Source: an optimization exercise on an open RTL-to-GDS flow (aim: small area, a short achievable clock period and few clock cycles per item). Production flows keep margins and buffers that such runs may drop.
Only simulation tests tie the RTL to the original design; equivalence was not proved.

$ cat flow/config.mk
export PLATFORM = sky130hd
export DESIGN_NAME = stripe_engine
export DESIGN_NICKNAME = stripe_engine
export VERILOG_FILES = /design/flow/design.v
export SDC_FILE = /design/flow/constraint.sdc
export NUM_CORES = 4
export LEC_CHECK = 0
export CAP_MARGIN = 20
export CORE_MARGIN = 2
export CORE_UTILIZATION = 40
export SLEW_MARGIN = 20
$ cat flow/constraint.sdc
create_clock -name core_clock -period 18.0 [get_ports {clk}]
set_input_delay 3.6000 -clock core_clock [delete_from_list [all_inputs] [get_ports {clk}]]
set_output_delay 3.6000 -clock core_clock [all_outputs]
set_load 0.01 [all_outputs]
$ cat flow/design.v
module stripe_engine (
    input  wire        clk,
    input  wire        rst,
    input  wire        cfg_valid,
    output wire        cfg_ready,
    input  wire [1:0]  cfg_width,
    input  wire [4:0]  cfg_a,
    input  wire [4:0]  cfg_b,
    input  wire        in_valid,
    output wire        in_ready,
    input  wire [63:0] in_data,
    output wire        out_valid,
    input  wire        out_ready,
    output wire [63:0] out_a,
    output wire [63:0] out_b
);
    function [7:0] gf_xtime(input [7:0] x);
        gf_xtime = {x[6:0], 1'b0} ^ (x[7] ? 8'h1D : 8'h00);
    endfunction
    function [7:0] gf_mul(input [7:0] x, input [7:0] y);
        integer i;
        reg [7:0] acc, t;
        begin
            acc = 8'h00;
            t   = x;
            for (i = 0; i < 8; i = i + 1) begin
                if (y[i]) acc = acc ^ t;
                t = gf_xtime(t);
            end
            gf_mul = acc;
        end
    endfunction
    function [7:0] gf_pow2(input [4:0] e);
        integer i;
        reg [7:0] r;
        begin
            r = 8'h01;
            for (i = 0; i < 23; i = i + 1)
                if (i < e) r = gf_xtime(r);
            gf_pow2 = r;
        end
    endfunction
    function [7:0] gf_inv(input [7:0] x);
        integer i;
        reg [7:0] r, sq;
        begin
            r  = 8'h01;
            sq = x;
            for (i = 1; i < 8; i = i + 1) begin
                sq = gf_mul(sq, sq);
                r  = gf_mul(r, sq);
            end
            gf_inv = r;
        end
    endfunction
    function [4:0] width_of(input [1:0] code);
        case (code)
            2'd0: width_of = 5'd8;
            2'd1: width_of = 5'd12;
            2'd2: width_of = 5'd16;
            default: width_of = 5'd22;
        endcase
    endfunction
    localparam S_ACC = 2'd0;
    localparam S_FIN = 2'd1;
    localparam S_OUT = 2'd2;
    reg [1:0]  state;
    reg [4:0]  w_r;         
    reg [4:0]  a_r;
    reg [4:0]  b_r;
    reg [4:0]  next_s;      
    reg [4:0]  beats;       
    reg [63:0] p_acc;
    reg [63:0] q_acc;
    reg [63:0] out_a_r;
    reg [63:0] out_b_r;
    assign in_ready  = (state == S_ACC);
    assign cfg_ready = (state == S_ACC) && (beats == 5'd0);
    assign out_valid = (state == S_OUT);
    assign out_a     = out_a_r;
    assign out_b     = out_b_r;
    wire [4:0] cur_s = (next_s == a_r) ? ((next_s + 5'd1 == b_r) ? next_s + 5'd2 : next_s + 5'd1)
                     : (next_s == b_r) ? next_s + 5'd1
                     : next_s;
    wire cur_data = (cur_s < w_r);
    wire cur_p    = (cur_s == w_r);
    wire cur_q    = (cur_s == w_r + 5'd1);
    wire [7:0] cur_coef = gf_pow2(cur_s);
    wire a_data = (a_r < w_r);
    wire b_data = (b_r < w_r);
    wire b_p    = (b_r == w_r);
    reg  [7:0] g_a;
    reg  [7:0] g_b;
    reg  [7:0] inv_ab;
    reg  [7:0] inv_a;
    always @(posedge clk) begin
        g_a    <= gf_pow2(a_r);
        g_b    <= gf_pow2(b_r);
        inv_ab <= gf_inv(gf_pow2(a_r) ^ gf_pow2(b_r));
        inv_a  <= gf_inv(gf_pow2(a_r));
    end
    wire [63:0] p_next;
    wire [63:0] q_next;
    wire [63:0] fin_a;
    wire [63:0] fin_b;
    genvar k;
    generate
        for (k = 0; k < 8; k = k + 1) begin : lane
            wire [7:0] d      = in_data[8*k +: 8];
            wire [7:0] p_base = (beats == 5'd0) ? 8'h00 : p_acc[8*k +: 8];
            wire [7:0] q_base = (beats == 5'd0) ? 8'h00 : q_acc[8*k +: 8];
            assign p_next[8*k +: 8] = p_base ^ ((cur_data || cur_p) ? d : 8'h00);
            assign q_next[8*k +: 8] = q_base ^ (cur_data ? gf_mul(cur_coef, d)
                                              : cur_q    ? d
                                              : 8'h00);
            wire [7:0] ps = p_acc[8*k +: 8];
            wire [7:0] qs = q_acc[8*k +: 8];
            reg  [7:0] ra, rb;
            always @(*) begin
                if (a_data && b_data) begin
                    ra = gf_mul(gf_mul(g_b, ps) ^ qs, inv_ab);
                    rb = ps ^ ra;
                end else if (a_data && b_p) begin
                    ra = gf_mul(qs, inv_a);
                    rb = ps ^ ra;
                end else if (a_data) begin
                    ra = ps;
                    rb = qs ^ gf_mul(g_a, ps);
                end else begin
                    ra = ps;
                    rb = qs;
                end
            end
            assign fin_a[8*k +: 8] = ra;
            assign fin_b[8*k +: 8] = rb;
        end
    endgenerate
    always @(posedge clk) begin
        if (rst) begin
            state   <= S_ACC;
            w_r     <= 5'd8;
            a_r     <= 5'd8;
            b_r     <= 5'd9;
            next_s  <= 5'd0;
            beats   <= 5'd0;
            p_acc   <= 64'd0;
            q_acc   <= 64'd0;
            out_a_r <= 64'd0;
            out_b_r <= 64'd0;
        end else begin
            case (state)
                S_ACC: begin
                    if (cfg_valid && cfg_ready) begin
                        w_r <= width_of(cfg_width);
                        a_r <= cfg_a;
                        b_r <= cfg_b;
                    end else if (in_valid) begin
                        p_acc  <= p_next;
                        q_acc  <= q_next;
                        next_s <= cur_s + 5'd1;
                        if (beats == w_r - 5'd1) begin
                            beats <= 5'd0;
                            state <= S_FIN;
                        end else begin
                            beats <= beats + 5'd1;
                        end
                    end
                end
                S_FIN: begin
                    out_a_r <= fin_a;
                    out_b_r <= fin_b;
                    state   <= S_OUT;
                end
                S_OUT: begin
                    if (out_ready) begin
                        next_s <= 5'd0;
                        state  <= S_ACC;
                    end
                end
                default: state <= S_ACC;
            endcase
        end
    end
endmodule
$ cat flow/run.sh
#!/bin/bash
# synth_recipe.tcl (not shown) runs the flow's synth.tcl, then flattens the netlist and writes it again
# the make line also repeats each setting of config.mk as NAME=value (left out here)
make -C /OpenROAD-flow-scripts/flow DESIGN_CONFIG=/design/flow/config.mk WORK_HOME=/design/flow/orfs CLKGATE_MAP_FILE= SYNTH_SCRIPT=/design/flow/synth_recipe.tcl finish
==> flow_metrics.env <==
export IMPL_critPathRequiredTime_ns=18.56
export IMPL_ys_warn_count=1
export IMPL_cts_tree="yes"
export IMPL_cts_inserted_buffers=44
export IMPL_clock_skew_ns=0.05411
export IMPL_whs_path_depth=2
export IMPL_fin_crit_ns=17.13
export IMPL_wl_per_cell_um=23.81
export IMPL_seq_area_sq_um=6329
export IMPL_yosysSeqAreaShare=0.07728
export IMPL_cts_clk_slew_worst_paths_ns=0.06
export IMPL_fp_dieH_um=454.9
export IMPL_final_setup_worst_slack_ns=0.8668
export IMPL_antenna_found_initial=39
export IMPL_dpl_cell_count=14630
export IMPL_viasPerCell=5.798
export IMPL_endpoint_kind="flip-flop"
export IMPL_hold_ws_ns=0.4530
export IMPL_htreeDepth=2
export IMPL_clockBufferDepth=3
export IMPL_initial_core_util=0.4025
export IMPL_dieArea_sq_um=207000
export IMPL_cp_startpoint="a_r[2]"
export IMPL_multiInputGateArea_sq_um=71150
export IMPL_avgSynthCellArea_sq_um=6.606
export IMPL_critPathMaxStageDelay_ns=0.64
export IMPL_cp_common_cell="xnor2_1"
export IMPL_overflow=0
export IMPL_io_buffers=211
export IMPL_layout_cells_non_filler=14740
export IMPL_drc=0
export IMPL_synth_compound_area_share=0.1670
export IMPL_synthSimpleGateAreaFrac=0.2350
export IMPL_period_share=0.9518
export IMPL_synthMuxAreaShare=0.02112
export IMPL_final_common_cell="nand2_1"
export IMPL_relSlewSlack=0.08791
export IMPL_grt_use_total=0.3255
export IMPL_drv_cap=0
export IMPL_startpoint_type="flip-flop"
export IMPL_cts_root_buf="clkbuf_16"
export IMPL_hold_start="out_b_r[16]"
export IMPL_max_freq_mhz=58.37
export IMPL_r2r_cells=55
export IMPL_syn_nets=12430
export IMPL_final_max_slew_viol_count=0
export IMPL_dr_pass1_iters=8
export IMPL_cts_num_sinks=314
export IMPL_hold_viol_final=0
export IMPL_synthCells=12310
export IMPL_hp_class="reg2reg"
export IMPL_reg2reg_to="inv_ab[2]"
export IMPL_fp_row_count=165
export IMPL_nets=12120
export IMPL_cts_hold_buf=0
export IMPL_post_place_ws_ns=1.023
export IMPL_core_sq_um=202100
export IMPL_via_count=85460
export IMPL_synthXorXnorAreaFrac=0.4401
export IMPL_r2r_slack_ns=0.87
export IMPL_grt_pass1_wl_um=518900
export IMPL_yosysTopAreaCellShare=0.3042
export IMPL_setup_viol=0
export IMPL_drtAntennaViolNets=0
export IMPL_clk_latency_ns=0.69
export IMPL_drive_above_1_share=0.07002
export IMPL_crit_family="XOR/XNOR gates"
export IMPL_syn_cell_area_sq_um=81340
export IMPL_synth_fa_ha_area_frac=0.005338
export IMPL_layout_common_cells="2996 x nand2_1, 2793 x xnor2_1, 1053 x nor2_1, 745 x xor2_1, 641 x o21ai_0"
export IMPL_path_buf_inv=6
export IMPL_place_gp_congestion=0.9871
export IMPL_synth_cell_type_count=119
export IMPL_grt_pass1_vias=78250
export IMPL_synth_top_family_by_area="XOR/XNOR gates"
export IMPL_async_flop_share=0
export IMPL_yosysTopAreaCell="xnor2_1"
export IMPL_syn_to_final_growth_pct=8.749
export IMPL_synth_main_ff_cell="dfxtp_1"
export IMPL_dp_hpwl_um=254400
export IMPL_grt_max_degree=93
export IMPL_rr_startpoint="a_r[2]"
export IMPL_status="complete, no violations"
export IMPL_holdPathEnd="out_b_r[16]"
export IMPL_arrival_ns=17.70
export IMPL_die_w_um=454.9
export IMPL_wirelength_um=351000
export IMPL_worstMarginPinSlew_ns=1.358
export IMPL_path_class="reg2reg"
export IMPL_cp_slowest_cell="a2111oi_0"
export IMPL_cp_max_fo=25
export IMPL_fin_setup_tns_ns=0
export IMPL_ys_ff_latch=314
export IMPL_drtIter0Drc=11510
export IMPL_synth_edf_count=0
export IMPL_num_fill_cells=20890
export IMPL_yosys_top_cells_area="xnor2_1 30%, nand2_1 14%, xor2_1 8.1%"
export IMPL_io_pins=212
[area by class of cell]
type / instances / area share
tap: 2672 / 0.03779
sequential: 314 / 0.07154
clock buffer: 50 / 0.01317
multi-input combinational: 10860 / 0.8044
clock inverter: 32 / 0.004328
antenna: 29 / 0.0008204
timing repair buffer: 675 / 0.06345
inverter: 107 / 0.004540
[logic make-up (layout without fill, tap and decap cells)]
family | Yosys count | count (layout)
adders and majority gates | 35 | 35
DFF | 314 | 314
other | 0 | 29
xor gates and xnor gates | 3784 | 3784
and+or+nand+nor | 4707 | 4707
buffers and inverters | 1137 | 864
AOI/OAI and AO/OA | 2172 | 2172
muxes | 164 | 164
[state kept, by name, indices dropped and copies added, names as in the netlist]
register,count
w_r,4
next_s,5
a_r,5
out_a_r,64
out_b_r,64
inv_a,8
q_acc,64
inv_ab,8
state,2
b_r,5
g_a,8
g_b,8
beats,5
p_acc,64
[per-stage QoR]
| step | util | area, sq um |
|---|---|---|
| finish | 0.4377 | 88460 |
| global route | 0.4376 | 88450 |
| CTS | 0.4370 | 88320 |
| detailed placement | 0.4293 | 86770 |
| global placement | 0.4293 | 86760 |
| floorplan | - | 81340 |
[synth_stat cells, types with 115 or more instances]
| master | number |
|---|---|
| xor2_1 | 754 |
| o21ai_0 | 641 |
| nand3_1 | 144 |
| mux2i_1 | 115 |
| a22oi_1 | 241 |
| nor2_1 | 1058 |
| nand2_1 | 2999 |
| buf_1 | 166 |
| xnor2_1 | 2825 |
| clkbuf_1 | 790 |
| dfxtp_1 | 314 |
| nor3_1 | 119 |
| a21oi_1 | 576 |
[worst max-delay path by stage]
stage	endpoint	slack, ns	cells after the start
after detailed placement	inv_ab[2]	1.02	54
after floorplan	inv_ab[2]	2.60	62
after global routing	inv_ab[2]	-0.006	56
final	inv_ab[2]	0.87	55
after global placement	inv_ab[5]	1.29	55
after CTS	inv_ab[2]	1.0	54
[timing repair]
| item | CTS | global route |
|---|---|---|
| setup buffers | 0 | 0 |
| setup endpoints to repair | 0 | 4 |
| gates resized for setup | 0 | 1 |
[layer usage]
| layer | vias to the layer above | global-route usage | share of wire |
|---|---|---|---|
| met5 | - | 0 | 0.00014 |
| met4 | 6 | 0.1523 | 0.051 |
| met3 | 691 | 0.06725 | 0.11 |
| met2 | 4627 | 0.4768 | 0.42 |
| met1 | 40620 | 0.4525 | 0.42 |
| li1 | 39520 | - | - |
[worst min-delay path: stages (launching register included)]
cell	delay, ns
dfxtp_1	0.31
nand2_1	0.05
a21oi_1	0.05
Testbench counts, summed over its fixed seeds: cycles 52,228, items 3,166.

## static timing again, ports no longer ideal
How much do the figures lean on ideal ports? The routed layout below was timed once more, with nothing changed but the port constraints. Step 1 assumes that a clkbuf_16 drives the clock port and a buf_2 every other input. Step 2 times the ports against the registers' clock, not the clock port: input delays grow and output delays shrink by t, the midpoint of the rising clock arrivals with the driver on. Slacks: ideal / step 1 / step 2; pairs: ideal / step 1.
shift t [ns]: 0.754
setup WS [ns]: 0.867 / 0.867 / 0.867
hold slack, ns: 0.453 / 0.453 / 0.453
slew at the worst register clock pin (ns): 0.08 / 0.08
After both steps setup and hold are still met in this run. The setup slack of this run moves by 0.000 ns with the drivers and by 0.000 ns with both steps.
